This is an optimization exercise on Yosys and OpenROAD, whose aim is small area, a short achievable clock period and few clock cycles per item, not a production implementation.
Where RTL was checked, it was by simulation tests only, not by an equivalence proof against the original.
No functional check of the RTL was part of runs 5 and 6.

### flow/flow/run.sh
#!/bin/bash
set -euo pipefail
work=$(pwd)
export OWN_ABC_SCRIPT="$work/flow/abc.script"
export OWN_ABC_D=3000
OWN_SETUP_MARGIN=8.4
cat flow/synth_pre.tcl synth_recipe.tcl > own_synth.tcl
bash standard.sh SYNTH_SCRIPT="$work/own_synth.tcl" ADDER_MAP_FILE= \
  SYNTH_OPERATIONS_ARGS=-nofsm SETUP_SLACK_MARGIN="$OWN_SETUP_MARGIN" \
  finish > standard_make.log 2>&1
### flow/flow/abc.script
strash
dch
map -D 3000
topo
buffer -c
upsize -D 3000
dnsize -D 3000
### flow/flow/synth_pre.tcl
# Prepended to the standard flow's synthesis script: the same synthesis, but ABC maps the
# logic with flow/abc.script (delay-driven mapping) instead of ORFS's script.
proc abc {args} {
  set out {}
  set skip 0
  foreach a $args {
    if {$skip} { set skip 0; continue }
    if {$a eq "-script" || $a eq "-D"} { set skip 1; continue }
    lappend out $a
  }
  puts "OWN ABC: $::env(OWN_ABC_SCRIPT) D=$::env(OWN_ABC_D)"
  yosys abc -script $::env(OWN_ABC_SCRIPT) -D $::env(OWN_ABC_D) {*}$out
}
### flow/standard.sh
#!/bin/bash
# synth_recipe.tcl (not shown) runs the flow's synth.tcl, then flattens the netlist and writes it again
# the make line also repeats each setting of config.mk as NAME=value (left out here)
make -C /OpenROAD-flow-scripts/flow DESIGN_CONFIG=/design/flow/config.mk WORK_HOME=/design/flow/orfs CLKGATE_MAP_FILE= SYNTH_SCRIPT=/design/flow/synth_recipe.tcl "${@:-finish}"
### flow/config.mk
export PLATFORM = sky130hd
export DESIGN_NAME = sip_weight
export DESIGN_NICKNAME = sip_weight
export VERILOG_FILES = /design/flow/design.v
export SDC_FILE = /design/flow/constraint.sdc
export NUM_CORES = 4
export LEC_CHECK = 0
export CAP_MARGIN = 30
export CORE_MARGIN = 2
export CORE_UTILIZATION = 60
export SLEW_MARGIN = 30
### flow/constraint.sdc
create_clock -name core_clock -period 12.0 [get_ports {clk}]
set_input_delay 2.4000 -clock core_clock [delete_from_list [all_inputs] [get_ports {clk}]]
set_output_delay 2.4000 -clock core_clock [all_outputs]
set_load 0.01 [all_outputs]
### flow/design.v
module sip_weight (
    input  wire         clk,
    input  wire         rst,           
    input  wire         in_valid,
    output wire         in_ready,
    input  wire [127:0] in_key,        
    input  wire [31:0]  in_bin,        
    input  wire [15:0]  in_slot,       
    output reg          out_valid,
    input  wire         out_ready,
    output reg  [63:0]  out_weight
);
    localparam integer NST   = 12;     
    localparam integer DEPTH = NST + 1;  
    localparam integer CAP   = DEPTH + 1;
    reg  [63:0]  k0_s0, k1_s0;         
    reg  [47:0]  m_s0, m_s1, m_s2, m_s3;  
    reg  [NST-1:0] vld;                
    reg  [255:0] st1, st2, st3, st4, st5, st6, st7, st8, st9, st10;
    reg  [191:0] st11;
    wire [63:0]  m0 = {8'h06, 8'h00, m_s0};
    wire [63:0]  m3 = {8'h06, 8'h00, m_s3};
    wire [255:0] init = {k1_s0 ^ 64'h7465646279746573 ^ m0,
                         k0_s0 ^ 64'h6c7967656e657261,
                         k1_s0 ^ 64'h646f72616e646f6d,
                         k0_s0 ^ 64'h736f6d6570736575};
    wire [255:0] h1, h2, h3, h4, h5, h6, h7, h8, h9, h10, h11;
    wire [63:0]  res;
    siphalf_a u_h1  (.v(init), .o(h1));
    siphalf_b u_h2  (.v(st1),  .o(h2));
    siphalf_a u_h3  (.v(st2),  .o(h3));
    siphalf_b u_h4  (.v(st3),  .o(h4));
    siphalf_a u_h5  (.v(st4),  .o(h5));
    siphalf_b u_h6  (.v(st5),  .o(h6));
    siphalf_a u_h7  (.v(st6),  .o(h7));
    siphalf_b u_h8  (.v(st7),  .o(h8));
    siphalf_a u_h9  (.v(st8),  .o(h9));
    siphalf_b u_h10 (.v(st9),  .o(h10));
    siphalf_a u_h11 (.v(st10), .o(h11));
    sipfinal  u_h12 (.v(st11), .w(res));
    wire         acc = in_valid && in_ready;
    always @(posedge clk) begin
        k0_s0 <= in_key[63:0];
        k1_s0 <= in_key[127:64];
        m_s0  <= {in_slot, in_bin};
        m_s1  <= m_s0;
        m_s2  <= m_s1;
        m_s3  <= m_s2;
        st1   <= h1;
        st2   <= h2;
        st3   <= h3;
        st4   <= h4 ^ {64'd0, 64'hff, 64'd0, m3};
        st5   <= h5;
        st6   <= h6;
        st7   <= h7;
        st8   <= h8;
        st9   <= h9;
        st10  <= h10;
        st11  <= h11[255:64];          
        if (rst) vld <= {NST{1'b0}};
        else     vld <= {vld[NST-2:0], acc};
    end
    reg  [64*DEPTH-1:0] fifo;
    integer      i;
    reg  [3:0]   wp, rp;
    reg  [4:0]   fcnt;                 
    reg  [4:0]   cnt;                  
    reg          rdy;
    assign in_ready = rdy;
    wire         res_v   = vld[NST-1];
    wire         xfer    = out_valid && out_ready;
    wire         o_free  = !out_valid || out_ready;
    wire         f_empty = (fcnt == 5'd0);
    wire         f_pop   = o_free && !f_empty;
    wire         f_push  = res_v && !(o_free && f_empty);
    wire [4:0]   cnt_n   = cnt + {4'd0, acc} - {4'd0, xfer};
    reg  [63:0]  out_hold;
    wire [63:0]  head = f_empty ? res : fifo[64*rp +: 64];
    always @(posedge clk) begin
        if (o_free && (!f_empty || res_v))
            out_hold <= head;
        out_weight <= o_free ? head : out_hold;
        for (i = 0; i < DEPTH; i = i + 1)
            if (res_v && wp == i)
                fifo[64*i +: 64] <= res;
        if (rst) begin
            out_valid <= 1'b0;
            wp   <= 4'd0;
            rp   <= 4'd0;
            fcnt <= 5'd0;
            cnt  <= 5'd0;
            rdy  <= 1'b1;
        end else begin
            if (o_free)
                out_valid <= !f_empty || res_v;
            if (f_push)
                wp <= (wp == DEPTH - 1) ? 4'd0 : wp + 4'd1;
            if (f_pop)
                rp <= (rp == DEPTH - 1) ? 4'd0 : rp + 4'd1;
            fcnt <= fcnt + {4'd0, f_push} - {4'd0, f_pop};
            cnt  <= cnt_n;
            rdy  <= (cnt_n < CAP);
        end
    end
endmodule
module siphalf_a (
    input  wire [255:0] v,
    output wire [255:0] o
);
    wire [63:0] v0 = v[63:0], v1 = v[127:64], v2 = v[191:128], v3 = v[255:192];
    wire [63:0] a0 = v0 + v1;
    wire [63:0] a2 = v2 + v3;
    assign o[63:0]    = {a0[31:0], a0[63:32]};
    assign o[127:64]  = {v1[50:0], v1[63:51]} ^ a0;
    assign o[191:128] = a2;
    assign o[255:192] = {v3[47:0], v3[63:48]} ^ a2;
endmodule
module siphalf_b (
    input  wire [255:0] v,
    output wire [255:0] o
);
    wire [63:0] v0 = v[63:0], v1 = v[127:64], v2 = v[191:128], v3 = v[255:192];
    wire [63:0] b0 = v0 + v3;
    wire [63:0] b2 = v2 + v1;
    assign o[63:0]    = b0;
    assign o[127:64]  = {v1[46:0], v1[63:47]} ^ b2;
    assign o[191:128] = {b2[31:0], b2[63:32]};
    assign o[255:192] = {v3[42:0], v3[63:43]} ^ b0;
endmodule
module sipfinal (
    input  wire [191:0] v,
    output wire [63:0]  w
);
    wire [63:0] v1 = v[63:0], v2 = v[127:64], v3 = v[191:128];
    wire [63:0] b2 = v2 + v1;
    assign w = {v1[46:0], v1[63:47]} ^ {v3[42:0], v3[63:43]} ^ b2 ^ {b2[31:0], b2[63:32]};
endmodule
==> results.json, run 1 <==
{
  "yosysMostFrequentCell": "nor2_1",
  "die_y_um": 538,
  "yosysTopAreaCell": "dfxtp_1",
  "avgSynthCellArea_um2": 9.20,
  "synthTopCellsByArea": "dfxtp_1 37%, edfxtp_1 16%, xor2_1 13%",
  "numClockSinks": 4064,
  "start_util": 0.601,
  "fin_crit_ns": 4.21,
  "synth_edf_count": 896,
  "hpwl_um": 503000,
  "synth_flop_cell": "dfxtp_1",
  "start_kind": "register",
  "grt_pass1_wl_um": 892000,
  "antenna_found_initial": 47,
  "tightest_slew_ns": 1.31,
  "required_ns": 12.90,
  "relSlewSlack": 0.122,
  "viasPerCell": 5.74,
  "finClkSkew_ns": 0.0514,
  "critPathArrivalTime_ns": 5.11,
  "die_w_um": 538,
  "ys_types": 97,
  "finalHoldViolations": 0,
  "grt_max_degree": 104,
  "crit_path_cell_trace": "buf_6 > xor2_4 > nand2_2 > o21ai_2 > nand2_1 > o21ai_2 > nand2_2 > o21ai_4 > a21oi_4 > o21a_4 > o21ai_4 > a21oi_4 > nor4_4 > a311oi_4 > buf_6 > o311ai_4 > buf_12 > a41oi_4 > buf_6 > buf_6 > o21ai_4 > a21oi_2 > xor2_1 > xor2_1",
  "dp_cells": 22500,
  "largest_reg_flops": 832,
  "setup_viol": 0,
  "regMostFlops": "fifo",
  "drt_iter0_drc": 16400,
  "vias": 141000,
  "htree_levels": 5,
  "ys_seq_elements": 4064,
  "die-area_um2": 289000,
  "fill_cells": 19000,
  "ios": 246,
  "wirelength_um": 677000,
  "dr.pass1.iters": 7,
  "ys_top_cells_by_count": "4206 x nor2_1, 3168 x dfxtp_1, 2480 x xor2_1",
  "rr_worst_depth": 24,
  "fin_setup_tns_ns": 0,
  "route.detailed.drc": 0,
  "finalWeightedCongestion": 1.08,
  "cpLargestDelayFamily": "compound AO/OA/AOI/OAI gates",
  "final_cells": 24600,
  "design_area_um2": 220000,
  "ys_async_sr_fraction": 0,
  "crit_slowest_cell": "dfxtp_4",
  "critical_path_class": "register to register",
  "hold_path_depth": 0,
  "rsz0062_at_grt": "yes",
  "holdWs_ns": 0.318,
  "grt_overflow": 0,
  "holdBufCountCts": 0,
  "final_core_utilization": 0.772,
  "critPathMostFrequentCell": "buf_6",
  "io_buffers": 245,
  "critical-path-max-stage-delay_ns": 0.38,
  "layout_setup_ws_ns": 7.79,
  "worstPathBufferInverterCount": 5,
  "grt_pass1_vias": 127000,
  "syn-cell-area_um2": 171000,
  "wl_per_cell_um": 27.5,
  "cts_max_path_buffers": 4,
  "drive_gt1_frac": 0.213,
  "root_buffer": "clkbuf_16",
  "row_count": 196,
  "drv_slew": 0,
  "path_depth": 24,
  "crit_fanout": 3,
  "cts_tree": "done",
  "cp-end-kind": "register",
  "cts_made_buffers": 409,
  "synthCells": 18600,
  "synth_fp_nets": 18800,
  "cap_violations": 0,
  "fp.coreArea_um2": 284000,
  "path_clk_slew_ns": 0.07,
  "place_area_um2": 179000,
  "yosysTopAreaCellShare": 0.371,
  "detail-route-antenna-nets": 0,
  "seq_area_frac_synth": 0.528,
  "timing.final.crit_share": 0.351,
  "ys_warn_count": 1,
  "areaGrowthSynthToFinish_pct": 28.3,
  "clk_latency_ns": 1.00,
  "hp-class": "register to register",
  "final_nets": 20600,
  "fmax_ghz": 0.237,
  "dp_slack_ns": 6.62,
  "status": "timing/DRC/antenna clean",
  "grt_usage": 0.438
}
==> cell families after synthesis <==
| group | Yosys count | share of synthesized area |
|---|---|---|
| AO/OA/AOI/OAI | 2439 | 0.0907 |
| flip-flops | 4064 | 0.528 |
| buffers and inverters | 2022 | 0.0444 |
| XOR/XNOR | 3182 | 0.163 |
| adder cells (fa/ha/maj) | 22 | 0.00144 |
| AND/OR/NAND/NOR | 6873 | 0.172 |
==> layout make-up <==
cell class / instances / area [um2] / area share
Clock buffer: 538 / 11500 / 0.0524
Inverter: 1858 / 7180 / 0.0327
Timing Repair inverter: 16 / 119 / 0.000541
Timing Repair Buffer: 1585 / 15000 / 0.0682
Antenna cell: 16 / 40.0 / 0.000182
Tap cell: 3762 / 4710 / 0.0214
Clock inverter: 228 / 2970 / 0.0135
Sequential cell: 4064 / 90700 / 0.413
Multi-Input combinational cell: 12500 / 87300 / 0.398
==> worst register-to-register path, stage by stage (launching register included) <==
cell      delay, ns
dfxtp_4        0.38
buf_6          0.12
xor2_4         0.23
nand2_2        0.09
o21ai_2        0.08
nand2_1        0.10
o21ai_2        0.09
nand2_2        0.08
o21ai_4        0.09
a21oi_4        0.10
o21a_4         0.27
o21ai_4        0.19
a21oi_4        0.11
nor4_4         0.22
a311oi_4       0.06
buf_6          0.17
o311ai_4       0.25
buf_12         0.17
a41oi_4        0.21
buf_6          0.21
buf_6          0.12
o21ai_4        0.17
a21oi_2        0.10
xor2_1         0.30
xor2_1         0.21
==> cell usage in the layout (no fill, tap or decap), types with 490 or more instances in the layout <==
cell	synthesis	routed
nand2_1	1150	1058
buf_4	0	838
xor2_1	2480	2036
dfxtp_1	3168	2952
buf_6	0	490
edfxtp_1	896	896
nor2_1	4206	3923
a21oi_1	968	779
and2_1	759	751
inv_1	1824	1748
==> worst paths after layout <==
kind	startpoint	end	slack [ns]
worst max-delay path	k1_s0[1]	st1[123]	7.79
worst min register to register	m_s2[41]	m_s3[41]	0.32
worst min-delay path	m_s2[41]	m_s3[41]	0.32
worst max register to register	k1_s0[1]	st1[123]	7.79
==> what timing repair did <==
item,4_1_cts,5_1_grt
setup endpoints to repair,2422,1959
buffers inserted,714,553
pin swaps,534,846
gates resized for setup,1823,1743
gates cloned,12,12
==> routing by layer <==
layer / vias up / part of all wire / track usage
met4: 28 / 0.081 / 0.259
met1: 67100 / 0.37 / 0.555
met3: 2385 / 0.12 / 0.125
met5: - / 0.0011 / 0.0105
met2: 8518 / 0.43 / 0.667
li1: 63200 / - / -
Testbench counts, summed over its fixed seeds: cycles 3,304, items 3,200.
==> run 2: changes to the inputs <==
==> flow/flow/run.sh (replaced) <==
#!/bin/bash
set -euo pipefail
work=$(pwd)
export OWN_ABC_SCRIPT="$work/flow/abc.script"
export OWN_ABC_D=3000
OWN_SETUP_MARGIN=8.0
cat flow/synth_pre.tcl synth_recipe.tcl > own_synth.tcl
bash standard.sh SYNTH_SCRIPT="$work/own_synth.tcl" ADDER_MAP_FILE= \
  SYNTH_OPERATIONS_ARGS=-nofsm SETUP_SLACK_MARGIN="$OWN_SETUP_MARGIN" \
  finish > standard_make.log 2>&1
--- a/flow/config.mk
+++ b/flow/config.mk
@@ -7,5 +7,5 @@
 export LEC_CHECK = 0
 export CAP_MARGIN = 30
 export CORE_MARGIN = 2
-export CORE_UTILIZATION = 60
+export CORE_UTILIZATION = 55
 export SLEW_MARGIN = 30
==> results.json, run 2 <==
{
  "row_count": 204,
  "grt_usage": 0.397,
  "ys_seq_elements": 4064,
  "place_area_um2": 179000,
  "relSlewSlack": 0.226,
  "cap_violations": 0,
  "dp_slack_ns": 6.66,
  "tightest_slew_ns": 1.16,
  "hp-class": "register to register",
  "holdBufCountCts": 0,
  "drt_iter0_drc": 14800,
  "ys_async_sr_fraction": 0,
  "regMostFlops": "fifo",
  "finalWeightedCongestion": 1.04,
  "holdWs_ns": 0.315,
  "root_buffer": "clkbuf_16",
  "wirelength_um": 648000,
  "route.detailed.drc": 0,
  "die-area_um2": 316000,
  "drive_gt1_frac": 0.114,
  "final_cell_mix": "4098 x nor2_1, 3047 x dfxtp_1, 2352 x xor2_1, 1800 x inv_1, 1129 x nand2_1",
  "synth_edf_count": 896,
  "design_area_um2": 201000,
  "ys_warn_count": 1,
  "hpwl_um": 519000,
  "ys_types": 97,
  "yosysTopAreaCell": "dfxtp_1",
  "grt_pass1_wl_um": 879000,
  "rr_worst_depth": 20,
  "antenna_found_initial": 37,
  "start_kind": "register",
  "fin_setup_tns_ns": 0,
  "htree_levels": 5,
  "cts_made_buffers": 411,
  "synth_fp_nets": 18800,
  "detail-route-antenna-nets": 0,
  "ios": 246,
  "synthTopCellsByArea": "dfxtp_1 37%, edfxtp_1 16%, xor2_1 13%",
  "seq_area_frac_synth": 0.528,
  "die_w_um": 562,
  "clk_latency_ns": 1.01,
  "rsz0062_at_grt": "yes",
  "finalHoldViolations": 0,
  "io_buffers": 245,
  "final_nets": 19700,
  "syn-cell-area_um2": 171000,
  "synth_flop_cell": "dfxtp_1",
  "fmax_ghz": 0.240,
  "yosysMostFrequentCell": "nor2_1",
  "fin_crit_ns": 4.17,
  "hold_path_depth": 0,
  "final_common_cell": "nor2_1",
  "wl_per_cell_um": 27.0,
  "setup_viol": 0,
  "finClkSkew_ns": 0.0924,
  "start_util": 0.554,
  "required_ns": 12.69,
  "avgSynthCellArea_um2": 9.20,
  "yosysTopAreaCellShare": 0.371,
  "numClockSinks": 4064,
  "viasPerCell": 5.50,
  "cts_max_path_buffers": 4,
  "path_clk_slew_ns": 0.06,
  "ys_top_cells_by_count": "4206 x nor2_1, 3168 x dfxtp_1, 2480 x xor2_1",
  "grt_max_degree": 130,
  "critical_path_class": "register to register",
  "timing.final.crit_share": 0.347,
  "areaGrowthSynthToFinish_pct": 17.5,
  "grt_overflow": 0,
  "fp.coreArea_um2": 309000,
  "dr.pass1.iters": 6,
  "die_y_um": 562,
  "layout_setup_ws_ns": 7.83,
  "status": "timing/DRC/antenna clean",
  "vias": 132000,
  "drv_slew": 0,
  "synthCells": 18600,
  "crit_fanout": 7,
  "cts_tree": "done",
  "critPathArrivalTime_ns": 4.86,
  "cp-end-kind": "register",
  "grt_pass1_vias": 120000,
  "largest_reg_flops": 832
}
==> run 2: cell counts after synthesis <==
Identical to the previous run, type by type.
==> run 2: worst paths after layout <==
kind / from / end / slack, ns
setup / recovery: st11[20] / fifo[655] / 7.83
hold / removal: m_s2[42] / m_s3[42] / 0.31
setup reg to reg: st11[20] / fifo[655] / 7.83
hold reg to reg: m_s2[42] / m_s3[42] / 0.31
==> run 2: worst max-delay path, stage by stage, from the launching register on <==
cell and delay (ns):
dfxtp_1 0.40, and2_1 0.21, a21oi_1 0.23, nor2_1 0.11, a2111oi_4 0.40, o21ai_1 0.16
nor2_4 0.24, buf_4 0.16, inv_1 0.06, a31oi_2 0.24, o21ai_2 0.12, nand3_1 0.09
nand2_1 0.12, nand3_1 0.11, nand2_1 0.12, a21oi_2 0.23, xnor2_2 0.15, buf_4 0.15
xor2_2 0.13, buf_4 0.22, clkinvlp_4 0.18
==> run 2: repair_timing <==
item	4_1_cts	5_1_grt
endpoints found under the setup margin	1340	1177
pin swaps	136	266
gates cloned	1	6
resized for setup	648	567
setup buffers	157	189
==> run 2: layout make-up <==
type,count,area (um2)
Fill cell,25600,108000
Sequential cell,4064,90600
Multi-Input combinational cell,12500,77800
Clock buffer,536,11500
Inverter,1858,7030
Timing Repair Buffer,659,5770
Tap cell,4120,5150
Clock inverter,231,3110
Antenna cell,16,40.0
Timing Repair inverter,5,37.5
==> run 2: per-stage QoR <==
stage / std cells / utilization
after CTS: 23800 / 0.637
after detailed placement: 22900 / 0.579
final: 24000 / 0.650
after global placement: 22900 / 0.579
after global routing: 24000 / 0.650
after floorplan: 18600 / -
==> run 2: per-layer routing <==
layer,global-route usage,up-vias,part of all wire
met5,0,-,0.00011
met4,0.187,10,0.056
met3,0.0808,1327,0.10
met2,0.611,6201,0.44
met1,0.536,62800,0.41
li1,-,61600,-
==> run 2: logic make-up (layout without fill, tap and decap cells) <==
family	Yosys count	count (layout)	synth area share
and+or+nand+nor	6873	6873	0.172
DFF	4064	4064	0.528
xor gates and xnor gates	3182	3182	0.163
AOI/OAI and AO/OA	2439	2439	0.0907
buffers and inverters	2022	3289	0.0444
adders and majority gates	22	22	0.00144
other	0	16	0
==> run 3: changes to the inputs <==
--- a/flow/config.mk
+++ b/flow/config.mk
@@ -7,5 +7,5 @@
 export LEC_CHECK = 0
 export CAP_MARGIN = 30
 export CORE_MARGIN = 2
-export CORE_UTILIZATION = 55
+export CORE_UTILIZATION = 62
 export SLEW_MARGIN = 30
==> results.json, run 3 <==
{
  "status": "timing/DRC/antenna clean",
  "hp-class": "register to register",
  "rsz0062_at_grt": "yes",
  "synth_fp_nets": 18800,
  "wl_per_cell_um": 26.5,
  "timing.final.crit_share": 0.351,
  "areaGrowthSynthToFinish_pct": 17.0,
  "io_buffers": 245,
  "antenna_found_initial": 56,
  "htree_levels": 5,
  "route.detailed.drc": 0,
  "grt_overflow": 0,
  "ys_seq_elements": 4064,
  "start_util": 0.624,
  "finalWeightedCongestion": 1.09,
  "cts_max_path_buffers": 4,
  "numClockSinks": 4064,
  "setup_viol": 0,
  "grt_max_degree": 111,
  "grt_pass1_wl_um": 852000,
  "tightest_slew_ns": 1.09,
  "final_cell_mix": "4119 x nor2_1, 3067 x dfxtp_1, 2350 x xor2_1, 1797 x inv_1, 1126 x nand2_1",
  "start_kind": "register",
  "yosysMostFrequentCell": "nor2_1",
  "finClkSkew_ns": 0.0694,
  "fin_setup_tns_ns": 0,
  "required_ns": 12.82,
  "finalHoldViolations": 0,
  "regMostFlops": "fifo",
  "clk_latency_ns": 1.00,
  "drt_iter0_drc": 15500,
  "cap_violations": 0,
  "cts_made_buffers": 404,
  "row_count": 192,
  "cp-end-kind": "register",
  "detail-route-antenna-nets": 0,
  "drive_gt1_frac": 0.110,
  "relSlewSlack": 0.266,
  "vias": 133000,
  "synthTopCellsByArea": "dfxtp_1 37%, edfxtp_1 16%, xor2_1 13%",
  "r2r-start": "st11[0]",
  "root_buffer": "clkbuf_16",
  "ys_top_cells_by_count": "4206 x nor2_1, 3168 x dfxtp_1, 2480 x xor2_1",
  "grt_usage": 0.431,
  "wirelength_um": 625000,
  "yosysTopAreaCell": "dfxtp_1",
  "synthCells": 18600,
  "cts_tree": "done",
  "viasPerCell": 5.67,
  "cp-startpoint": "st11[0]",
  "grt_pass1_vias": 121000,
  "dp_slack_ns": 6.67,
  "fin_crit_ns": 4.22,
  "yosysTopAreaCellShare": 0.371,
  "largest_reg_flops": 832,
  "rr_worst_depth": 22,
  "ios": 246,
  "critical_path_class": "register to register",
  "ys_types": 97,
  "hpwl_um": 494000,
  "dr.pass1.iters": 8,
  "die-area_um2": 280000,
  "syn-cell-area_um2": 171000,
  "critPathArrivalTime_ns": 5.04,
  "avgSynthCellArea_um2": 9.20,
  "design_area_um2": 200000,
  "final_common_cell": "nor2_1",
  "die_y_um": 529,
  "ys_async_sr_fraction": 0,
  "place_area_um2": 178000,
  "fmax_ghz": 0.237,
  "seq_area_frac_synth": 0.528,
  "layout_setup_ws_ns": 7.78,
  "synth_edf_count": 896,
  "crit_fanout": 6,
  "r2r-end": "fifo[767]",
  "path_clk_slew_ns": 0.07,
  "synth_flop_cell": "dfxtp_1",
  "fp.coreArea_um2": 274000,
  "final_nets": 19700,
  "crit_end": "fifo[767]",
  "rrSetupSlack_ns": 7.78,
  "die_w_um": 529,
  "drv_slew": 0,
  "ys_warn_count": 1
}
[run 3: per-stage QoR]
step | instances | utilization | hold slack (ns)
after floorplan | 18600 | - | 0.310
after global placement | 22400 | 0.650 | 0.310
after detailed placement | 22400 | 0.651 | 0.312
after CTS | 23300 | 0.713 | 0.325
after global routing | 23500 | 0.730 | 0.332
final | 23600 | 0.730 | 0.322
[run 3: what timing repair did]
action,4_1_cts,5_1_grt
gates resized for setup,518,597
hold buffers,0,0
gates cloned,0,9
pin swaps,91,337
buffers inserted,111,238
hold endpoints to repair,0,0
setup endpoints to repair,1338,1122
[run 3: kinds of logic (layout without fill, tap and decap cells)]
family / after synthesis / in the layout / synth area share
xor gates and xnor gates: 3182 / 3182 / 0.163
buffers and inverters: 2022 / 3272 / 0.0444
and+or+nand+nor: 6873 / 6874 / 0.172
AOI/OAI and AO/OA: 2439 / 2439 / 0.0907
other: 0 / 20 / 0
adders and majority gates: 22 / 22 / 0.00144
DFF: 4064 / 4064 / 0.528
[run 3: metal layers]
| metal | vias up | part of all wire | GRT usage | wire, um |
|---|---|---|---|---|
| met4 | 32 | 0.071 | 0.243 | 44200 |
| li1 | 61600 | - | - | - |
| met1 | 62600 | 0.38 | 0.556 | 239000 |
| met3 | 1767 | 0.12 | 0.125 | 76200 |
| met5 | - | 0.00063 | 0.00537 | 393 |
| met2 | 7490 | 0.42 | 0.649 | 266000 |
[run 3: how the worst min path moves through the flow]
stage               startpoint       end  slack (ns)  cells past startpoint
CTS                    m_s2[3]   m_s3[3]        0.33                      0
global route          m_s1[41]  m_s2[41]        0.33                      0
detailed placement     m_s1[0]   m_s2[0]        0.31                      0
global placement       m_s1[0]   m_s2[0]        0.31                      0
finish                m_s1[41]  m_s2[41]        0.32                      0
floorplan              m_s1[0]   m_s2[0]        0.31                      0
[run 3: worst max-delay path, cell delays in order (launching register included)]
cell and delay (ns):
dfxtp_2 0.32, and2_4 0.16, maj3_4 0.34, nand3_2 0.06, and2_4 0.15, nor3_4 0.04
nor2_4 0.25, nor2_4 0.06, nor2_4 0.18, nor3_4 0.06, nor2_4 0.20, nor2_4 0.08
nor2_4 0.14, nor2_1 0.06, or2_4 0.26, a211oi_4 0.30, o21ai_2 0.13, maj3_2 0.37
xor2_4 0.25, xor2_1 0.29, nand2_2 0.14, buf_6 0.17, nand2_8 0.08
[run 3: layout make-up]
cell class | instances | area, um2
Antenna cell | 20 | 50.0
Clock buffer | 530 | 11200
Clock inverter | 218 | 2950
Fill cell | 20200 | 73900
Inverter | 1858 | 7030
Multi-Input combinational cell | 12500 | 77800
Sequential cell | 4064 | 90500
Tap cell | 3686 | 4610
Timing Repair Buffer | 661 | 6010
Timing Repair inverter | 5 | 35.0
==> run 4: changes to the inputs <==
--- a/flow/design.v
+++ b/flow/design.v
@@ -74,12 +74,9 @@
     wire         f_pop   = o_free && !f_empty;
     wire         f_push  = res_v && !(o_free && f_empty);
     wire [4:0]   cnt_n   = cnt + {4'd0, acc} - {4'd0, xfer};
-    reg  [63:0]  out_hold;
-    wire [63:0]  head = f_empty ? res : fifo[64*rp +: 64];
     always @(posedge clk) begin
-        if (o_free && (!f_empty || res_v))
-            out_hold <= head;
-        out_weight <= o_free ? head : out_hold;
+        if (o_free)
+            out_weight <= f_empty ? res : fifo[64*rp +: 64];
         for (i = 0; i < DEPTH; i = i + 1)
             if (res_v && wp == i)
                 fifo[64*i +: 64] <= res;
==> flow/flow/run.sh (replaced) <==
#!/bin/bash
set -euo pipefail
work=$(pwd)
export OWN_ABC_SCRIPT="$work/flow/abc.script"
export OWN_ABC_D=3000
OWN_SETUP_MARGIN=7.8
cat flow/synth_pre.tcl synth_recipe.tcl > own_synth.tcl
bash standard.sh SYNTH_SCRIPT="$work/own_synth.tcl" ADDER_MAP_FILE= \
  SYNTH_OPERATIONS_ARGS=-nofsm SETUP_SLACK_MARGIN="$OWN_SETUP_MARGIN" \
  finish > standard_make.log 2>&1
--- a/flow/config.mk
+++ b/flow/config.mk
@@ -7,5 +7,5 @@
 export LEC_CHECK = 0
 export CAP_MARGIN = 30
 export CORE_MARGIN = 2
-export CORE_UTILIZATION = 62
+export CORE_UTILIZATION = 55
 export SLEW_MARGIN = 30
==> results.json, run 4 <==
{
  "muxShareOfSynthArea": 0,
  "timing.final.crit_share": 0.361,
  "hpwl_um": 522000,
  "start_util": 0.553,
  "status": "timing/DRC/antenna clean",
  "cts_made_buffers": 405,
  "crit_fanout": 4,
  "rrSetupSlack_ns": 7.67,
  "finClkSkew_ns": 0.0817,
  "yosysTopAreaCell": "dfxtp_1",
  "synthSimpleGateAreaFrac": 0.170,
  "cp-end-kind": "register",
  "synth_edf_count": 896,
  "vias": 129000,
  "synth_compound_gate_area_share": 0.0907,
  "finalHoldViolations": 0,
  "holdWs_ns": 0.261,
  "ys_top_cells_by_count": "4245 x nor2_1, 3104 x dfxtp_1, 2467 x xor2_1",
  "drt_iter0_drc": 14200,
  "row_count": 202,
  "syn-cell-area_um2": 168000,
  "holdBufCountCts": 0,
  "yosysMostFrequentCell": "nor2_1",
  "die_y_um": 556,
  "synthTopCellsByArea": "dfxtp_1 37%, edfxtp_1 16%, xor2_1 13%",
  "largest_reg_flops": 832,
  "antenna_found_initial": 50,
  "grt_usage": 0.403,
  "synth_flop_cell": "dfxtp_1",
  "cpLargestDelayFamily": "simple AND/OR/NAND/NOR gates",
  "fmax_ghz": 0.231,
  "cap_violations": 0,
  "areaGrowthSynthToFinish_pct": 15.8,
  "die_w_um": 556,
  "avgSynthCellArea_um2": 9.20,
  "ys_warn_count": 1,
  "route.detailed.drc": 0,
  "final_nets": 19200,
  "wl_per_cell_um": 27.5,
  "setup_viol": 0,
  "ys_async_sr_fraction": 0,
  "cts_tree": "done",
  "relSlewSlack": 0.228,
  "start_kind": "register",
  "ios": 246,
  "drive_gt1_frac": 0.0843,
  "synthCells": 18200,
  "crit_slowest_cell": "nor4_2",
  "critical-path-max-stage-delay_ns": 0.39,
  "fin_crit_ns": 4.33,
  "numClockSinks": 4000,
  "required_ns": 12.88,
  "synth_xor_area_frac": 0.165,
  "grt_max_degree": 133,
  "wirelength_um": 642000,
  "viasPerCell": 5.54,
  "rsz0062_at_grt": "yes",
  "yosysTopAreaCellShare": 0.370,
  "drv_slew": 0,
  "io_buffers": 245,
  "regMostFlops": "fifo",
  "final_common_cell": "nor2_1",
  "grt_pass1_wl_um": 872000,
  "critical_path_class": "register to register",
  "synthAdderAreaFrac": 0.00134,
  "hp-class": "register to register",
  "finalWeightedCongestion": 1.06,
  "critPathArrivalTime_ns": 5.21,
  "worstPathBufferInverterCount": 1,
  "root_buffer": "clkbuf_16",
  "tightest_slew_ns": 1.15,
  "cts_max_path_buffers": 4,
  "grt_overflow": 0,
  "die-area_um2": 310000,
  "final_cell_mix": "4134 x nor2_1, 3046 x dfxtp_1, 2390 x xor2_1, 1714 x inv_1, 1034 x a21oi_1",
  "htree_levels": 5,
  "critPathMostFrequentCell": "nor2_2",
  "ys_types": 75,
  "grt_pass1_vias": 118000,
  "clk_latency_ns": 1.02,
  "path_clk_slew_ns": 0.07,
  "ys_seq_elements": 4000,
  "synth_top_family_by_area": "simple AND/OR/NAND/NOR gates",
  "detail-route-antenna-nets": 0,
  "dr.pass1.iters": 8,
  "crit_path_cell_trace": "nand2_4 > o21ai_4 > a21oi_2 > nor2_2 > nor2_2 > o21ai_2 > nand3_2 > nand2_4 > inv_4 > nor4_4 > a2111oi_4 > nor4_2 > nor2_4 > nor3_4 > nor2_4 > nor4_4 > nor2_2 > o31a_1 > nor3_2 > nor2_2 > o21ai_2 > xor2_2 > xor2_1",
  "seq_area_frac_synth": 0.531,
  "synth_fp_nets": 18400,
  "fin_setup_tns_ns": 0,
  "fp.coreArea_um2": 303000
}
-- run 4: changes by cell type after synthesis, moves of 33 or more --
| cell | previous run | this run |
|---|---|---|
| a21oi_1 | 968 | 1062 |
| a31oi_1 | 142 | 109 |
| and2_1 | 759 | 865 |
| dfxtp_1 | 3168 | 3104 |
| inv_1 | 1824 | 1735 |
| nand2_1 | 1150 | 919 |
| nor2_1 | 4206 | 4245 |
| o21ai_0 | 319 | 390 |
| o21ai_1 | 78 | 39 |
| o21ai_2 | 66 | 12 |
-- run 4: routing by layer --
| layer | vias up | global-route usage | wire [um] |
|---|---|---|---|
| li1 | 60300 | - | - |
| met1 | 61400 | 0.535 | 261000 |
| met2 | 6058 | 0.618 | 277000 |
| met3 | 1414 | 0.0892 | 65100 |
| met4 | 20 | 0.210 | 39100 |
| met5 | - | 0 | 139 |
-- run 4: stage by stage --
stage	instances	util	worst slack [ns]	instance area (um2)
after floorplan	18200	-	6.43	168000
after global placement	22400	0.578	6.76	175000
after detailed placement	22400	0.579	6.73	175000
after CTS	23200	0.631	7.72	191000
after global routing	23300	0.640	7.48	194000
final	23300	0.640	7.67	194000
-- run 4: layout make-up --
type,instances,area (um2)
Tap cell,3978,4980
Sequential cell,4000,89100
Clock inverter,231,2850
Inverter,1739,6560
Multi-Input combinational cell,12400,74900
Timing Repair Buffer,492,4490
Antenna cell,20,50.0
Clock buffer,520,11300
Fill cell,25200,109000
Timing Repair inverter,2,12.5
-- run 4: final timing paths --
path             from  endpoint  depth (start not counted)
max          st3[192]  st4[255]                         23
min reg2reg  m_s2[19]  m_s3[19]                          0
min          m_s2[19]  m_s3[19]                          0
max reg2reg  st3[192]  st4[255]                         23
-- run 4: cell families (layout without fill, tap and decap cells) --
group / after synthesis / after routing
and+or+nand+nor: 6706 / 6706
buffers and inverters: 1889 / 2984
other: 0 / 20
adders and majority gates: 21 / 21
DFF: 4000 / 4000
AOI/OAI and AO/OA: 2460 / 2460
xor gates and xnor gates: 3164 / 3164
-- run 4: worst reg2reg max path, cell delays in order, from the launching register on --
cell       delay [ns]
dfxtp_4          0.38
nand2_4          0.06
o21ai_4          0.14
a21oi_2          0.09
nor2_2           0.14
nor2_2           0.06
o21ai_2          0.23
nand3_2          0.13
nand2_4          0.19
inv_4            0.06
nor4_4           0.29
a2111oi_4        0.07
nor4_2           0.39
nor2_4           0.12
nor3_4           0.26
nor2_4           0.07
nor4_4           0.31
nor2_2           0.11
o31a_1           0.33
nor3_2           0.13
nor2_2           0.07
o21ai_2          0.18
xor2_2           0.22
xor2_1           0.17
-- run 4: timing repair --
action                      CTS  global route
resized for setup           366           467
setup buffers                70           115
setup endpoints to repair  1476          1138
gates cloned                  0             2
pin swaps                    63           165
Testbench counts of run 4, summed over its fixed seeds: cycles 3,304, items 3,200.
==> run 5: changes to the inputs <==
==> flow/design.v (replaced) <==
module sip_weight (
    input  wire         clk,
    input  wire         rst,           
    input  wire         in_valid,
    output wire         in_ready,
    input  wire [127:0] in_key,        
    input  wire [31:0]  in_bin,        
    input  wire [15:0]  in_slot,       
    output reg          out_valid,
    input  wire         out_ready,
    output reg  [63:0]  out_weight
);
    function [63:0] rotl;
        input [63:0] x;
        input integer n;
        begin
            rotl = (x << n) | (x >> (64 - n));
        end
    endfunction
    function [255:0] sipround;
        input [255:0] v;
        reg [63:0] v0, v1, v2, v3;
        begin
            v0 = v[63:0]; v1 = v[127:64]; v2 = v[191:128]; v3 = v[255:192];
            v0 = v0 + v1; v1 = rotl(v1, 13); v1 = v1 ^ v0; v0 = rotl(v0, 32);
            v2 = v2 + v3; v3 = rotl(v3, 16); v3 = v3 ^ v2;
            v0 = v0 + v3; v3 = rotl(v3, 21); v3 = v3 ^ v0;
            v2 = v2 + v1; v1 = rotl(v1, 17); v1 = v1 ^ v2; v2 = rotl(v2, 32);
            sipround = {v3, v2, v1, v0};
        end
    endfunction
    reg  [63:0]  v0, v1, v2, v3;
    reg  [63:0]  msg;
    reg  [2:0]   round;      
    reg          busy;
    wire [63:0]  k0 = in_key[63:0];
    wire [63:0]  k1 = in_key[127:64];
    wire [63:0]  in_msg = {8'h06, 8'h00, in_slot, in_bin};
    wire [255:0] nxt = sipround({v3, v2, v1, v0});
    assign in_ready = !busy && (!out_valid || out_ready);
    always @(posedge clk) begin
        if (rst) begin
            busy      <= 1'b0;
            out_valid <= 1'b0;
            round     <= 3'd0;
        end else begin
            if (out_valid && out_ready)
                out_valid <= 1'b0;
            if (in_valid && in_ready) begin
                v0    <= k0 ^ 64'h736f6d6570736575;
                v1    <= k1 ^ 64'h646f72616e646f6d;
                v2    <= k0 ^ 64'h6c7967656e657261;
                v3    <= k1 ^ 64'h7465646279746573 ^ in_msg;
                msg   <= in_msg;
                round <= 3'd0;
                busy  <= 1'b1;
            end else if (busy) begin
                round <= round + 3'd1;
                if (round == 3'd1) begin
                    v0 <= nxt[63:0] ^ msg;
                    v1 <= nxt[127:64];
                    v2 <= nxt[191:128] ^ 64'hff;
                    v3 <= nxt[255:192];
                end else begin
                    v0 <= nxt[63:0];
                    v1 <= nxt[127:64];
                    v2 <= nxt[191:128];
                    v3 <= nxt[255:192];
                end
                if (round == 3'd5) begin
                    busy       <= 1'b0;
                    out_valid  <= 1'b1;
                    out_weight <= nxt[63:0] ^ nxt[127:64] ^ nxt[191:128] ^ nxt[255:192];
                end
            end
        end
    end
endmodule
==> flow/run.sh (new file) <==
#!/bin/bash
# synth_recipe.tcl (not shown) runs the flow's synth.tcl, then flattens the netlist and writes it again
# the make line also repeats each setting of config.mk as NAME=value (left out here)
make -C /OpenROAD-flow-scripts/flow DESIGN_CONFIG=/design/flow/config.mk WORK_HOME=/design/flow/orfs CLKGATE_MAP_FILE= SYNTH_SCRIPT=/design/flow/synth_recipe.tcl finish
--- a/flow/config.mk
+++ b/flow/config.mk
@@ -7,5 +7,5 @@
 export LEC_CHECK = 0
 export CAP_MARGIN = 30
 export CORE_MARGIN = 2
-export CORE_UTILIZATION = 55
+export CORE_UTILIZATION = 40
 export SLEW_MARGIN = 30
removed: flow/flow/run.sh
removed: flow/flow/abc.script
removed: flow/flow/synth_pre.tcl
removed: flow/standard.sh
==> results.json, run 5 <==
{
  "design_area_um2": 39600,
  "final_cells": 5038,
  "route.detailed.drc": 0,
  "die-area_um2": 86400,
  "dr_wl_met2_um": 79700,
  "die_w_um": 294,
  "yosysTopAreaCellShare": 0.329,
  "detail-route-antenna-nets": 0,
  "ys_top_cells_by_count": "439 x xnor2_1, 394 x nand2_1, 392 x a21oi_1",
  "worstPathBufferInverterCount": 1,
  "dp_cells": 4942,
  "yosysMostFrequentCell": "xnor2_1",
  "numClockSinks": 373,
  "finalHoldViolations": 0,
  "synth_top_family_by_area": "XOR/XNOR gates",
  "fp.coreArea_um2": 83400,
  "syn-cell-area_um2": 33600,
  "grt_max_degree": 144,
  "grt_pass1_wl_um": 262000,
  "final_core_utilization": 0.475,
  "highest_layer": "met4",
  "synth_edf_count": 368,
  "critical-path-max-stage-delay_ns": 0.83,
  "cap_violations": 0,
  "synth_xor_area_frac": 0.213,
  "ys_async_sr_fraction": 0,
  "muxShareOfSynthArea": 0.00744,
  "synthCells": 3679,
  "finClkSkew_ns": 0.0292,
  "seq_area_frac_synth": 0.332,
  "cp-startpoint": "v1[0]",
  "cts_made_buffers": 48,
  "fmax_ghz": 0.107,
  "finalWeightedCongestion": 1.09,
  "start_util": 0.403,
  "synth_flop_cell": "edfxtp_1",
  "regArea_um2": 11200,
  "cpLargestDelayFamily": "compound AO/OA/AOI/OAI gates",
  "synth_compound_gate_area_share": 0.201,
  "final_cell_mix": "423 x xnor2_1, 393 x nand2_1, 392 x a21oi_1, 368 x edfxtp_1, 283 x xor2_1",
  "hp-class": "register to register",
  "yosysTopAreaCell": "edfxtp_1",
  "drt_iter0_drc": 5009,
  "ys_warn_count": 1,
  "synthAdderAreaFrac": 0.0969,
  "cts_tree": "done",
  "timing.final.crit_share": 0.777,
  "layout_setup_ws_ns": 2.67,
  "fin_setup_tns_ns": 0,
  "final_nets": 4350,
  "vias": 32400,
  "status": "timing/DRC/antenna clean",
  "critical_path_class": "register to register",
  "ys_types": 85,
  "critPathArrivalTime_ns": 9.70,
  "fin_crit_ns": 9.33,
  "crit_slowest_cell": "xor2_1",
  "wirelength_um": 200000,
  "clk_latency_ns": 0.64,
  "fill_cells": 8131,
  "avgSynthCellArea_um2": 9.14,
  "crit_path_cell_trace": "ha_1 > inv_1 > fa_1 > nor2b_1 > o21ai_0 > a21oi_1 > o21ai_1 > o31ai_2 > a21oi_1 > o21ai_1 > a41oi_1 > xnor2_1 > xor2_1 > ha_1 > and2_1 > nand3_1 > nand2b_1 > a2111oi_0 > nor3_1 > o31ai_1 > a21oi_1 > xor2_1 > xnor2_1 > xnor2_1",
  "antenna_found_initial": 9,
  "root_buffer": "clkbuf_16",
  "drive_gt1_frac": 0.0597,
  "dp_slack_ns": 3.34,
  "grt_overflow": 0,
  "synthSimpleGateAreaFrac": 0.124,
  "routed-wl-met3_um": 25800,
  "ios": 246,
  "ys_seq_elements": 373,
  "met1_length_um": 78000,
  "areaGrowthSynthToFinish_pct": 17.8,
  "place_area_um2": 37800,
  "htree_levels": 2,
  "start_kind": "register",
  "cts_setup_buffers": 0,
  "grt_pass1_vias": 30300,
  "row_count": 106,
  "required_ns": 12.37,
  "relSlewSlack": 0.169,
  "synth_fp_nets": 4117,
  "dr.pass1.iters": 9,
  "crit_fanout": 7,
  "holdWs_ns": 0.497,
  "setup_viol": 0,
  "cts_resized": 0,
  "grt_usage": 0.453,
  "r2r-start": "v1[0]",
  "io_buffers": 245,
  "final_common_cell": "xnor2_1",
  "synthTopCellsByArea": "edfxtp_1 33%, xnor2_1 11%, ha_1 9.4%",
  "wl_per_cell_um": 39.7,
  "rsz0062_at_grt": "no",
  "hold_path.startpoint": "out_valid",
  "cts_max_path_buffers": 3,
  "die_y_um": 294,
  "holdBufCountCts": 0,
  "tightest_slew_ns": 1.24,
  "hpwl_um": 169000,
  "multiInputGateArea_um2": 21900,
  "path_clk_slew_ns": 0.06,
  "cp-end-kind": "register",
  "viasPerCell": 6.44,
  "drv_slew": 0
}
==> run 5: cell types whose count changed in the layout (fill, tap and decap cells not counted), sizes merged, moves of 237 or more <==
cell / before / now
nor2: 4273 / 239
dfxtp: 3104 / 5
xor2: 2468 / 303
inv: 1756 / 103
and2: 872 / 16
a21oi: 1088 / 392
nand2: 924 / 394
edfxtp: 896 / 368
clkbuf: 520 / 52
a22oi: 358 / 0
xnor2: 696 / 441
ha: 0 / 254
nand3: 283 / 46
==> run 5: worst min-delay path, stage by stage, from the launching register on <==
cell	delay [ns]
dfxtp_1	0.31
nand2b_1	0.08
a21oi_1	0.06
==> run 5: final cells by class <==
class	instances	share of cell area
Multi-Input combinational cell	3066	0.553
Sequential cell	373	0.282
Timing Repair Buffer	326	0.0786
Tap cell	1080	0.0341
Clock buffer	52	0.0312
Clock inverter	37	0.0119
Inverter	97	0.00919
Antenna cell	7	0.000442
==> run 5: metal layers <==
layer	vias to the layer above	global-route usage
met4	0	0.305
met5	-	0
li1	13700	-
met2	2383	0.640
met3	511	0.145
met1	15800	0.589
==> run 5: cells by family after synthesis <==
| logic type | count (synthesis) |
|---|---|
| buffers and inverters | 240 |
| muxes | 25 |
| xor gates and xnor gates | 770 |
| AOI/OAI and AO/OA | 1083 |
| and+or+nand+nor | 930 |
| adders and majority gates | 258 |
| DFF | 373 |
==> run 5: worst paths after layout <==
kind | slack (ns) | cells after the start | to
worst max register to register | 2.67 | 24 | out_weight[53]
worst min-delay path | 0.50 | 2 | out_valid
worst min register to register | 0.50 | 2 | out_valid
worst max-delay path | 2.67 | 24 | out_weight[53]
==> run 6: changes to the inputs <==
==> flow/design.v (replaced) <==
module sip_weight (
    input  wire         clk,
    input  wire         rst,           
    input  wire         in_valid,
    output wire         in_ready,
    input  wire [127:0] in_key,        
    input  wire [31:0]  in_bin,        
    input  wire [15:0]  in_slot,       
    output reg          out_valid,
    input  wire         out_ready,
    output reg  [63:0]  out_weight
);
    localparam integer DEPTH = 7;      
    localparam integer CAP   = DEPTH + 1;
    function [63:0] rotl;
        input [63:0] x;
        input integer n;
        begin
            rotl = (x << n) | (x >> (64 - n));
        end
    endfunction
    function [255:0] sipround;
        input [255:0] v;
        reg [63:0] v0, v1, v2, v3;
        begin
            v0 = v[63:0]; v1 = v[127:64]; v2 = v[191:128]; v3 = v[255:192];
            v0 = v0 + v1; v1 = rotl(v1, 13); v1 = v1 ^ v0; v0 = rotl(v0, 32);
            v2 = v2 + v3; v3 = rotl(v3, 16); v3 = v3 ^ v2;
            v0 = v0 + v3; v3 = rotl(v3, 21); v3 = v3 ^ v0;
            v2 = v2 + v1; v1 = rotl(v1, 17); v1 = v1 ^ v2; v2 = rotl(v2, 32);
            sipround = {v3, v2, v1, v0};
        end
    endfunction
    reg  [63:0]  k0_s0, k1_s0;
    reg  [47:0]  m_s0;
    reg  [5:0]   vld;              
    reg  [255:0] st1, st2, st3, st4, st5;
    reg  [47:0]  m_s1;
    wire [63:0]  m0 = {8'h06, 8'h00, m_s0};
    wire [63:0]  m1 = {8'h06, 8'h00, m_s1};
    wire [255:0] init = {k1_s0 ^ 64'h7465646279746573 ^ m0,
                         k0_s0 ^ 64'h6c7967656e657261,
                         k1_s0 ^ 64'h646f72616e646f6d,
                         k0_s0 ^ 64'h736f6d6570736575};
    wire [255:0] r1 = sipround(init);
    wire [255:0] r2 = sipround(st1);
    wire [255:0] r2x = r2 ^ {64'd0, 64'hff, 64'd0, m1};
    wire [255:0] r6 = sipround(st5);
    wire [63:0]  res = r6[63:0] ^ r6[127:64] ^ r6[191:128] ^ r6[255:192];
    wire         acc = in_valid && in_ready;
    always @(posedge clk) begin
        k0_s0 <= in_key[63:0];
        k1_s0 <= in_key[127:64];
        m_s0  <= {in_slot, in_bin};
        st1   <= r1;
        m_s1  <= m_s0;
        st2   <= r2x;
        st3   <= sipround(st2);
        st4   <= sipround(st3);
        st5   <= sipround(st4);
        if (rst) vld <= 6'd0;
        else     vld <= {vld[4:0], acc};
    end
    reg  [63:0]  mem [0:DEPTH-1];
    reg  [2:0]   wp, rp;
    reg  [3:0]   fcnt;             
    reg  [3:0]   cnt;              
    reg          rdy;
    assign in_ready = rdy;
    wire         xfer   = out_valid && out_ready;
    wire         o_free = !out_valid || out_ready;
    wire         f_empty = (fcnt == 4'd0);
    wire         res_v  = vld[5];
    wire         f_pop  = o_free && !f_empty;
    wire         f_push = res_v && !(o_free && f_empty);
    wire [3:0]   cnt_n  = cnt + {3'd0, acc} - {3'd0, xfer};
    always @(posedge clk) begin
        if (o_free)
            out_weight <= f_empty ? res : mem[rp];
        if (f_push)
            mem[wp] <= res;
        if (rst) begin
            out_valid <= 1'b0;
            wp   <= 3'd0;
            rp   <= 3'd0;
            fcnt <= 4'd0;
            cnt  <= 4'd0;
            rdy  <= 1'b1;
        end else begin
            if (o_free)
                out_valid <= !f_empty || res_v;
            if (f_push)
                wp <= (wp == DEPTH - 1) ? 3'd0 : wp + 3'd1;
            if (f_pop)
                rp <= (rp == DEPTH - 1) ? 3'd0 : rp + 3'd1;
            fcnt <= fcnt + {3'd0, f_push} - {3'd0, f_pop};
            cnt  <= cnt_n;
            rdy  <= (cnt_n < CAP);
        end
    end
endmodule
==> results.json, run 6 <==
{
  "status": "timing/DRC/antenna clean",
  "final_cell_mix": "1756 x xor2_1, 1577 x a21oi_1, 1526 x dfxtp_1, 1452 x ha_1, 1182 x xnor2_1",
  "synth_fp_nets": 17600,
  "wl_per_cell_um": 37.4,
  "synthCells": 16000,
  "final_nets": 17800,
  "crit_slowest_cell": "o21ai_0",
  "route.detailed.drc": 0,
  "grt_max_degree": 80,
  "row_count": 221,
  "wirelength_um": 792000,
  "yosysTopAreaCell": "dfxtp_1",
  "areaGrowthSynthToFinish_pct": 11.6,
  "viasPerCell": 6.23,
  "die_y_um": 607,
  "cp-end-kind": "register",
  "cts_made_buffers": 231,
  "syn-cell-area_um2": 145000,
  "hpwl_um": 681000,
  "ys_types": 97,
  "fin_crit_ns": 8.86,
  "crit_fanout": 5,
  "grt_pass1_vias": 122000,
  "cts_max_path_buffers": 4,
  "fp.coreArea_um2": 362000,
  "seq_area_frac_synth": 0.316,
  "cts_tree": "done",
  "rrSetupSlack_ns": 3.14,
  "ios": 246,
  "fin_setup_tns_ns": 0,
  "start_kind": "register",
  "rsz0062_at_grt": "no",
  "required_ns": 12.89,
  "ys_seq_elements": 2041,
  "final_common_cell": "xor2_1",
  "regMostFlops": "mem",
  "ys_async_sr_fraction": 0,
  "grt_pass1_wl_um": 1040000,
  "cts_setup_buffers": 0,
  "clk_latency_ns": 1.02,
  "finalHoldViolations": 0,
  "synthTopCellsByArea": "dfxtp_1 21%, ha_1 12%, xor2_1 11%",
  "fmax_ghz": 0.113,
  "yosysMostFrequentCell": "xor2_1",
  "die_w_um": 607,
  "critPathArrivalTime_ns": 9.75,
  "root_buffer": "clkbuf_16",
  "holdWs_ns": 0.373,
  "start_util": 0.402,
  "final_core_utilization": 0.448,
  "htree_levels": 4,
  "setup_viol": 0,
  "ys_top_cells_by_count": "1814 x xor2_1, 1579 x a21oi_1, 1529 x dfxtp_1",
  "holdBufCountCts": 0,
  "avgSynthCellArea_um2": 9.10,
  "synth_edf_count": 512,
  "relSlewSlack": 0.159,
  "vias": 132000,
  "drv_slew": 0,
  "hp-class": "register to register",
  "grt_usage": 0.416,
  "finalWeightedCongestion": 1.14,
  "final_cells": 21100,
  "path_clk_slew_ns": 0.06,
  "ys_warn_count": 1,
  "dp_cells": 20700,
  "critical-path-max-stage-delay_ns": 0.66,
  "die-area_um2": 368000,
  "drive_gt1_frac": 0.0502,
  "dr.pass1.iters": 7,
  "cap_violations": 0,
  "detail-route-antenna-nets": 0,
  "timing.final.crit_share": 0.738,
  "finClkSkew_ns": 0.0763,
  "yosysTopAreaCellShare": 0.211,
  "critical_path_class": "register to register",
  "numClockSinks": 2041,
  "largest_reg_flops": 448,
  "io_buffers": 245,
  "drt_iter0_drc": 17400,
  "cts_resized": 0,
  "tightest_slew_ns": 1.26,
  "antenna_found_initial": 71,
  "synth_flop_cell": "dfxtp_1",
  "critPathMostFrequentCell": "a21oi_1",
  "grt_overflow": 0
}
run 6: area by class of cell:
class | instances | area [um2]
Antenna cell | 43 | 108
Clock buffer | 293 | 6320
Clock inverter | 137 | 1630
Fill cell | 35600 | 200000
Inverter | 536 | 2010
Multi-Input combinational cell | 12900 | 96800
Sequential cell | 2041 | 46000
Tap cell | 4794 | 6000
Timing Repair Buffer | 363 | 3370
run 6: critical path: cells and delay by family (launching register included):
kind	cells	cell delay, ns
xor gates and xnor gates	3	0.59
adders and majority gates	3	1.01
and+or+nand+nor	1	0.13
buffers and inverters	2	0.14
DFF	1	0.35
AOI/OAI and AO/OA	21	6.55
run 6: through the flow:
step                      setup slack [ns]  instance area [um2]
after detailed placement              3.38               154000
after floorplan                      0.529               145000
after CTS                             3.37               162000
final                                 3.14               162000
after global routing                  2.94               162000
after global placement                3.46               153000
run 6: path summary, 6_finish.rpt:
check                             start       end  cells past startpoint
worst max-delay path            st4[64]  st5[255]                     30
worst min-delay path            m_s0[7]   m_s1[7]                      0
worst max register to register  st4[64]  st5[255]                     30
worst min register to register  m_s0[7]   m_s1[7]                      0
run 6: per-layer routing:
metal | wire, um | vias up | GRT usage
met5 | 193 | - | 0.00118
met4 | 85100 | 24 | 0.371
met3 | 76700 | 2282 | 0.101
met2 | 327000 | 8205 | 0.609
met1 | 303000 | 63500 | 0.506
li1 | - | 57800 | -
run 6: cells by family (layout without fill, tap and decap cells):
kind of cell	Yosys count	count (layout)	synth area share
flip-flops	2041	2041	0.316
multiplexers	194	194	0.0189
AND/OR/NAND/NOR	3282	3282	0.108
adder cells (fa/ha/maj)	1477	1477	0.128
XOR/XNOR	3096	3096	0.189
other	0	43	0
AO/OA/AOI/OAI	4891	4891	0.213
buffers and inverters	1004	1329	0.0260

separate check: timing with driven ports:
Ports are ideal in the flow. The routed layouts listed here were re-timed in OpenROAD.
Step 1, drivers: a clkbuf_16 drives clk and a buf_2 each remaining input, both assumed.
Step 2 adds t to the input delays and takes it off the output delays; t is the mean of the earliest and latest rising clock arrival at the registers after step 1. Input paths then give back, and output paths get back, about the clock's delay inside the block.
Slacks: ideal ports / drivers / drivers and shift; pairs: ideal ports / drivers.
| run | t (ns) | slack for setup (ns) | clock arrival spread, ns | pins driven straight from the clock port |
|---|---|---|---|---|
| run 1 | 1.088 | 7.787 / 7.787 / 7.522 | 0.058 / 0.058 | 1 |
| run 2 | 1.080 | 7.834 / 7.834 / 7.590 | 0.092 / 0.092 | 1 |
| run 3 | 1.074 | 7.785 / 7.785 / 7.245 | 0.075 / 0.075 | 1 |
| run 4 | 1.095 | 7.666 / 7.666 / 7.030 | 0.087 / 0.087 | 1 |
| run 5 | 0.699 | 2.674 / 2.674 / 2.674 | 0.031 / 0.031 | 1 |
| run 6 | 1.107 | 3.138 / 3.138 / 3.138 | 0.081 / 0.081 | 1 |
After both steps every run listed still meets setup and hold. The setup slack of run 4, which loses most, moves by 0.000 ns with the drivers and by -0.636 ns with both steps.
